Context: an optimization exercise on an open-source flow, tuned for small area and a short achievable clock period. The choices shown serve that exercise and are no tape-out recipe. Function was checked by simulation only, so behaviour that the tests miss may differ from the original. Power is estimated from default activity; no workload was simulated.

## oak
==> flow/design.v <==
module bs4_encode (
    input  wire          clk,
    input  wire          rst,
    input  wire          in_valid,
    input  wire [1:0]    mode,
    input  wire [1023:0] x,
    input  wire [511:0]  rnd,
    output reg           out_valid,
    output reg  [7:0]    scale,
    output reg  [127:0]  codes
);
    reg  [895:0]  x_r;        
    reg  [511:0]  rnd_r;
    reg  [1:0]    mode_r;
    reg           valid_r;
    wire [1023:0] xq;         
    genvar i, b;
    generate
        for (i = 0; i < 32; i = i + 1) begin : g_in
            always @(posedge clk)
                x_r[28*i +: 28] <= {x[32*i+5 +: 27], |x[32*i +: 5]};
            assign xq[32*i +: 32] = {x_r[28*i+1 +: 27], 4'd0, x_r[28*i]};
        end
    endgenerate
    always @(posedge clk) begin
        if (rst)
            valid_r <= 1'b0;
        else
            valid_r <= in_valid;
        rnd_r  <= rnd;
        mode_r <= mode;
    end
    wire [31:0] nf_l;
    wire [31:0] gt_l;
    wire [3:0]  eh [0:31];
    wire [3:0]  el [0:31];
    generate
        for (i = 0; i < 32; i = i + 1) begin : g_key
            assign nf_l[i] = &xq[32*i+23 +: 8];
            assign gt_l[i] = xq[32*i+22] & (|xq[32*i +: 22]);
            assign eh[i]   = xq[32*i+27 +: 4];
            assign el[i]   = xq[32*i+23 +: 4];
        end
    endgenerate
    reg  [15:1] th_h;
    generate
        for (b = 1; b < 16; b = b + 1) begin : g_th
            wire [31:0] c;
            for (i = 0; i < 32; i = i + 1) begin : g_e
                assign c[i] = (x[32*i+27 +: 4] >= b);
            end
            always @(posedge clk)
                th_h[b] <= |c;
        end
    endgenerate
    wire [3:0] k_h = {th_h[8],
                      th_h[12] | (th_h[4] & ~th_h[8]),
                      th_h[14] | (th_h[10] & ~th_h[12]) | (th_h[6] & ~th_h[8]) | (th_h[2] & ~th_h[4]),
                      th_h[15] | (th_h[13] & ~th_h[14]) | (th_h[11] & ~th_h[12]) | (th_h[9] & ~th_h[10]) |
                      (th_h[7] & ~th_h[8]) | (th_h[5] & ~th_h[6]) | (th_h[3] & ~th_h[4]) | (th_h[1] & ~th_h[2])};
    wire [31:0] sel_h;
    generate
        for (i = 0; i < 32; i = i + 1) begin : g_selh
            assign sel_h[i] = (eh[i] == k_h);
        end
    endgenerate
    wire [15:1] th_l;
    generate
        for (b = 1; b < 16; b = b + 1) begin : g_tl
            wire [31:0] c;
            for (i = 0; i < 32; i = i + 1) begin : g_e
                assign c[i] = sel_h[i] & (el[i] >= b);
            end
            assign th_l[b] = |c;
        end
    endgenerate
    wire [3:0] k_l = {th_l[8],
                      th_l[12] | (th_l[4] & ~th_l[8]),
                      th_l[14] | (th_l[10] & ~th_l[12]) | (th_l[6] & ~th_l[8]) | (th_l[2] & ~th_l[4]),
                      th_l[15] | (th_l[13] & ~th_l[14]) | (th_l[11] & ~th_l[12]) | (th_l[9] & ~th_l[10]) |
                      (th_l[7] & ~th_l[8]) | (th_l[5] & ~th_l[6]) | (th_l[3] & ~th_l[4]) | (th_l[1] & ~th_l[2])};
    wire [31:0] g_c;
    generate
        for (i = 0; i < 32; i = i + 1) begin : g_g
            assign g_c[i] = sel_h[i] & (el[i] == k_l) & gt_l[i];
        end
    endgenerate
    wire [8:0] kmax = {k_h, k_l, |g_c};
    wire any_nf = |nf_l;
    wire [7:0] e_m  = kmax[8:1];
    wire       e_lo = ~|e_m[7:1];                       
    wire [7:0] ep   = e_lo ? 8'd2 : e_m;
    wire       gp   = kmax[0] & ~e_lo;
    wire [7:0] kc   = ep + {7'd0, gp};
    wire [7:0] s_fin = kc - 8'd2;
    wire [7:0] epp    = ep + 8'd1;
    wire [2:0] epp_hm1 = epp[7:5] - 3'd1;
    wire [127:0] code_c;
    wire [1:0]   mode_e = any_nf ? 2'd1 : mode_r;    
    wire         m_sr   = (mode_e == 2'd2);
    wire         m_ne   = (mode_e[1] == mode_e[0]);  
    generate
        for (i = 0; i < 32; i = i + 1) begin : g_elm
            e2m1_round u_el (
                .x    (xq[32*i +: 32]),
                .epp  (epp),
                .epp_hm1 (epp_hm1),
                .gp   (gp),
                .nf   (any_nf),
                .r    (rnd_r[16*i +: 16]),
                .m_sr (m_sr),
                .m_ne (m_ne),
                .code (code_c[4*i +: 4])
            );
        end
    endgenerate
    always @(posedge clk) begin
        if (rst)
            out_valid <= 1'b0;
        else
            out_valid <= valid_r;
        scale <= any_nf ? 8'hFF : s_fin;
        codes <= code_c;
    end
endmodule
module e2m1_round (
    input  wire [31:0] x,
    input  wire [7:0]  epp,
    input  wire [2:0]  epp_hm1,
    input  wire        gp,
    input  wire        nf,
    input  wire [15:0] r,
    input  wire        m_sr,
    input  wire        m_ne,
    output wire [3:0]  code
);
    wire        sx = x[31];
    wire [7:0]  ex = x[30:23];
    wire        h  = |ex;
    wire [23:0] w  = {h, x[22:0]};
    wire [7:0]  ee = {ex[7:1], ex[0] | ~h};       
    wire [5:0]  s5   = {1'b0, epp[4:0]} + {1'b0, ~ee[4:0]} + {5'd0, gp};
    wire        near = ~nf & (s5[5] ? (ee[7:5] == epp[7:5]) : (ee[7:5] == epp_hm1));
    wire [5:0]  lo   = {1'b0, s5[4:0]};
    wire [4:0]  dl   = lo[4:0];
    wire        d0 = near & (dl == 5'd0);
    wire        d1 = near & (dl == 5'd1);
    wire        d2 = near & (dl == 5'd2);
    wire        d3 = near & (dl == 5'd3);
    wire        d4 = near & (dl == 5'd4);
    wire        big = ~near | (dl > 5'd19);
    wire        ov = h & (dl[4:1] == 4'd0);
    wire [4:0]  sa = {dl[4:2], dl[1] | ov, dl[0] & ~ov};
    wire [19:0] win = big ? 20'd0 : (w[23:4] >> sa);
    wire [15:0] frac = win[15:0];
    wire [15:0] cg = frac & r;
    wire [15:0] cp = frac | r;
    wire [3:0]  gg, gq;
    genvar q;
    generate
        for (q = 0; q < 4; q = q + 1) begin : g_grp
            assign gg[q] = cg[4*q+3] | (cp[4*q+3] & cg[4*q+2]) |
                           (cp[4*q+3] & cp[4*q+2] & cg[4*q+1]) |
                           (cp[4*q+3] & cp[4*q+2] & cp[4*q+1] & cg[4*q]);
            assign gq[q] = &cp[4*q +: 4];
        end
    endgenerate
    wire sr_up = gg[3] | (gq[3] & gg[2]) | (gq[3] & gq[2] & gg[1]) |
                 (gq[3] & gq[2] & gq[1] & gg[0]);
    wire o19 = |w[19:0];
    wire o20 = o19 | w[20];
    wire o21 = o20 | w[21];
    wire o22 = o21 | w[22];
    wire rne_up = h ? ( ((d0 | d1 | d2) & w[21] & (o20 | w[22])) |
                        (d3 & w[22]) |
                        (d4 & o22) )
                    : ( (d1 & w[20] & (o19 | w[21])) |
                        (d2 & w[21] & (o20 | w[22])) |
                        (d3 & w[22] & o21) );
    wire up = (m_sr & sr_up) | (m_ne & rne_up);
    wire [2:0] base = h ? ( d0 ? {2'b11, w[22]} :
                            d1 ? {2'b10, w[22]} :
                            d2 ? {2'b01, w[22]} :
                            d3 ? 3'd1 : 3'd0 )
                        : ( d1 ? {1'b0, w[22], w[21]} :
                            d2 ? {2'b00, w[22]} : 3'd0 );
    wire [2:0] mag = base ^ {up & base[1] & base[0], up & base[0], up};
    assign code = {sx & ~nf, mag};
endmodule
export LEC_CHECK = 0
export ABC_AREA = 1
export CAP_MARGIN = 30
export CORE_AREA = 2 2 498 498
export CTS_CLUSTER_DIAMETER = 80
export CTS_CLUSTER_SIZE = 22
export DIE_AREA = 0 0 500 500
export PLACE_DENSITY = 0.6
export SLEW_MARGIN = 20
create_clock -name core_clock -period 50.0 [get_ports {clk}]
standard.sh (not shown) runs the stock make flow with config.mk's settings and CLKGATE_MAP_FILE= SYNTH_SCRIPT=/design/flow/synth_recipe.tcl, a recipe that flattens the netlist after the stock synthesis.
==> flow/flow/run.sh <==
#!/bin/bash
# Own layout flow:
#  1. the standard synthesis (standard.sh synth), unchanged;
#  2. the combinational logic of that netlist re-mapped by Yosys/ABC with
#     flow/remap.abc (the flip-flops are kept as they are, by name and cell);
#  3. the standard ORFS layout from that netlist, with the port buffers
#     made of the plain buf_1 cell.
# Each tool writes its full output to a log file in this folder.
set -euo pipefail
# repair_timing aims for this much setup slack (a period of about 11.2 ns)
MARGIN=38.8
R=orfs/results/${FLOW_PLATFORM}/bs4_encode/base
LIB=${FLOW_HOME}/platforms/${FLOW_PLATFORM}/lib/sky130_fd_sc_hd__tt_025C_1v80.lib

bash standard.sh synth > flow_synth.log 2>&1

python3 flow/gencells.py "$LIB" cells_model.v > flow_gencells.log 2>&1
DU=$(grep -A40 "DONT_USE_CELLS" ${FLOW_HOME}/platforms/${FLOW_PLATFORM}/config.mk | grep -o "sky130_fd_sc_hd__[a-z0-9_]*" | sed 's/^/-dont_use /' | tr '\n' ' ')
cp $R/1_2_yosys.v synth_standard.v
cat > remap.ys <<EOS
read_verilog cells_model.v
read_verilog synth_standard.v
hierarchy -top ${FLOW_TOP}
flatten
opt_clean -purge
techmap
opt -fast
abc -liberty $LIB $DU -script flow/remap.abc
opt_clean -purge
hilomap -singleton -hicell sky130_fd_sc_hd__conb_1 HI -locell sky130_fd_sc_hd__conb_1 LO
splitnets
opt_clean -purge
insbuf -buf sky130_fd_sc_hd__buf_4 A X
check
stat -liberty $LIB
write_verilog -noattr -nohex -nodec synth_remapped.v
EOS
yosys -s remap.ys > flow_remap.log 2>&1
cp synth_remapped.v $R/1_2_yosys.v
rm -f $R/1_synth.odb $R/1_synth.sdc

bash standard.sh 'BUFFER_PORTS_ARGS=-buffer_cell sky130_fd_sc_hd__buf_1' 'PLACE_PINS_ARGS=-min_distance 1 -min_distance_in_tracks' "SETUP_SLACK_MARGIN=${MARGIN}" finish > flow_layout.log 2>&1
Other scripts of this flow, unchanged in this note and not shown: flow/flow/gencells.py, flow/flow/remap.abc
The inputs of pine differ from those of oak as listed below.
-- flow/design.v --
<<< oak, line 141
    wire [7:0]  ee = {ex[7:1], ex[0] | ~h};       
    wire [5:0]  s5   = {1'b0, epp[4:0]} + {1'b0, ~ee[4:0]} + {5'd0, gp};
    wire        near = ~nf & (s5[5] ? (ee[7:5] == epp[7:5]) : (ee[7:5] == epp_hm1));
    wire [5:0]  lo   = {1'b0, s5[4:0]};
    wire [4:0]  dl   = lo[4:0];
>>> pine, line 141
    wire [7:0]  ee = {ex[7:1], ex[0] | ~h};       
    wire [5:0]  s5   = {1'b0, epp[4:0]} + {1'b0, ~ee[4:0]} + {5'd0, gp};
    wire        near = s5[5] ? (ee[7:5] == epp[7:5]) : (ee[7:5] == epp_hm1);
    wire [5:0]  lo   = {1'b0, s5[4:0]};
    wire [4:0]  dl   = lo[4:0];
<<< oak, line 179
                        (d3 & w[22] & o21) );
    wire up = (m_sr & sr_up) | (m_ne & rne_up);
    wire [2:0] base = h ? ( d0 ? {2'b11, w[22]} :
                            d1 ? {2'b10, w[22]} :
                            d2 ? {2'b01, w[22]} :
>>> pine, line 179
                        (d3 & w[22] & o21) );
    wire up = (m_sr & sr_up) | (m_ne & rne_up);
    wire [2:0] base = nf ? 3'd0 :
                      h ? ( d0 ? {2'b11, w[22]} :
                            d1 ? {2'b10, w[22]} :
                            d2 ? {2'b01, w[22]} :
<<< oak, line 185
                        : ( d1 ? {1'b0, w[22], w[21]} :
                            d2 ? {2'b00, w[22]} : 3'd0 );
    wire [2:0] mag = base ^ {up & base[1] & base[0], up & base[0], up};
    assign code = {sx & ~nf, mag};
endmodule
>>> pine, line 186
                        : ( d1 ? {1'b0, w[22], w[21]} :
                            d2 ? {2'b00, w[22]} : 3'd0 );
    wire [2:0] base1 = base + 3'd1;
    wire [2:0] mag = up ? base1 : base;
    assign code = {sx & ~nf, mag};
endmodule
Notes after the runs:
Re pin slew with the least headroom to its limit: pine is 0.12 ns up on oak.
pine ended up with th_h[7] as its capture point of the worst path; oak ended up with codes[28].
Min switching power total across oak and pine: pine
The clock skew number comes out higher for oak vs pine.
Measured against each other, oak and pine differ in utilization, the higher figure coming from oak.
From oak to pine the numbers moved as follows: post-synthesis to final-layout area growth shows a reduction of 4.9 points, internal power consumption fell by 10%.
pine against oak: highest attainable clock frequency ~0 delta, global-route usage grew by 0.85 points.

---

RTL: the design.v shown in full above, as it stands there.
export LEC_CHECK = 0
export ABC_AREA = 1
export CAP_MARGIN = 30
export CORE_AREA = 2 2 578 578
export CTS_CLUSTER_DIAMETER = 80
export CTS_CLUSTER_SIZE = 22
export DIE_AREA = 0 0 580 580
export PLACE_DENSITY = 0.6
export SLEW_MARGIN = 20
create_clock -name core_clock -period 50.0 [get_ports {clk}]
==> flow/flow/run.sh <==
#!/bin/bash
# Own layout flow:
#  1. the standard synthesis (standard.sh synth), unchanged;
#  2. the combinational logic of that netlist re-mapped by Yosys/ABC with
#     flow/remap.abc (the flip-flops are kept as they are, by name and cell);
#  3. the standard ORFS layout from that netlist, with the port buffers
#     made of the plain buf_1 cell.
# Each tool writes its full output to a log file in this folder.
set -euo pipefail
# repair_timing aims for this much setup slack (a period of about 11.2 ns)
MARGIN=38.8
R=orfs/results/${FLOW_PLATFORM}/bs4_encode/base
LIB=${FLOW_HOME}/platforms/${FLOW_PLATFORM}/lib/sky130_fd_sc_hd__tt_025C_1v80.lib

bash standard.sh synth > flow_synth.log 2>&1

python3 flow/gencells.py "$LIB" cells_model.v > flow_gencells.log 2>&1
DU=$(grep -A40 "DONT_USE_CELLS" ${FLOW_HOME}/platforms/${FLOW_PLATFORM}/config.mk | grep -o "sky130_fd_sc_hd__[a-z0-9_]*" | sed 's/^/-dont_use /' | tr '\n' ' ')
cp $R/1_2_yosys.v synth_standard.v
cat > remap.ys <<EOS
read_verilog cells_model.v
read_verilog synth_standard.v
hierarchy -top ${FLOW_TOP}
flatten
opt_clean -purge
techmap
opt -fast
abc -liberty $LIB $DU -script flow/remap.abc
opt_clean -purge
hilomap -singleton -hicell sky130_fd_sc_hd__conb_1 HI -locell sky130_fd_sc_hd__conb_1 LO
splitnets
opt_clean -purge
insbuf -buf sky130_fd_sc_hd__buf_4 A X
check
stat -liberty $LIB
write_verilog -noattr -nohex -nodec synth_remapped.v
EOS
yosys -s remap.ys > flow_remap.log 2>&1
cp synth_remapped.v $R/1_2_yosys.v
rm -f $R/1_synth.odb $R/1_synth.sdc

bash standard.sh 'BUFFER_PORTS_ARGS=-buffer_cell sky130_fd_sc_hd__buf_1' "SETUP_SLACK_MARGIN=${MARGIN}" finish > flow_layout.log 2>&1
Other scripts of this flow, unchanged in this note and not shown: flow/flow/gencells.py, flow/flow/remap.abc
Edit:
--- a/flow/design.v
+++ b/flow/design.v
@@ -185,5 +185,6 @@
                         : ( d1 ? {1'b0, w[22], w[21]} :
                             d2 ? {2'b00, w[22]} : 3'd0 );
-    wire [2:0] mag = base ^ {up & base[1] & base[0], up & base[0], up};
+    wire [2:0] base1 = base + 3'd1;
+    wire [2:0] mag = up ? base1 : base;
     assign code = {sx & ~nf, mag};
 endmodule
The new run produced a clean layout.
Fmax barely changes.
Worst hold slack is about the same.
Critical path depth does not change.
Clock skew rose by 27 ps.
Die area is unchanged.

afterwards: timing with drivers on the ports:
Ports are ideal in the flow. The routed layouts listed here were re-timed in OpenROAD. Step 1 (the two cells are an assumption about what drives the block):
set clk [get_ports {clk}]
set_driving_cell -lib_cell sky130_fd_sc_hd__clkbuf_16 $clk
set_driving_cell -lib_cell sky130_fd_sc_hd__buf_2 [delete_from_list [all_inputs] $clk]
Step 2 times the ports against the registers' clock, not the clock port: input delays grow and output delays shrink by t, the midpoint of the rising clock arrivals with the driver on. a / b / c = ideal ports / drivers / drivers and shift; a / b = the first two.
| run | t (ns) | setup WS [ns] | hold slack, ns | clock arrival spread, ns | worst data-port slew with drivers (ns) |
|---|---|---|---|---|---|
| oak | 0.936 | 38.616 / 38.512 / 37.738 | 0.425 / 0.425 / 0.425 | 0.053 / 0.053 | 0.18 |
| pine | 0.934 | 38.638 / 38.550 / 37.764 | 0.431 / 0.431 / 0.431 | 0.043 / 0.043 | 0.18 |
| the first run of note 2 | 0.995 | 38.595 / 38.475 / 37.684 | 0.432 / 0.432 / 0.432 | 0.049 / 0.048 | 0.30 |
| the second run of note 2 | 0.992 | 38.565 / 38.453 / 37.575 | 0.433 / 0.433 / 0.433 | 0.077 / 0.078 | 0.28 |
After both steps every run listed still meets setup and hold. The setup slack of the second run of note 2, which loses most, moves by -0.112 ns with the drivers and by -0.990 ns with both steps.
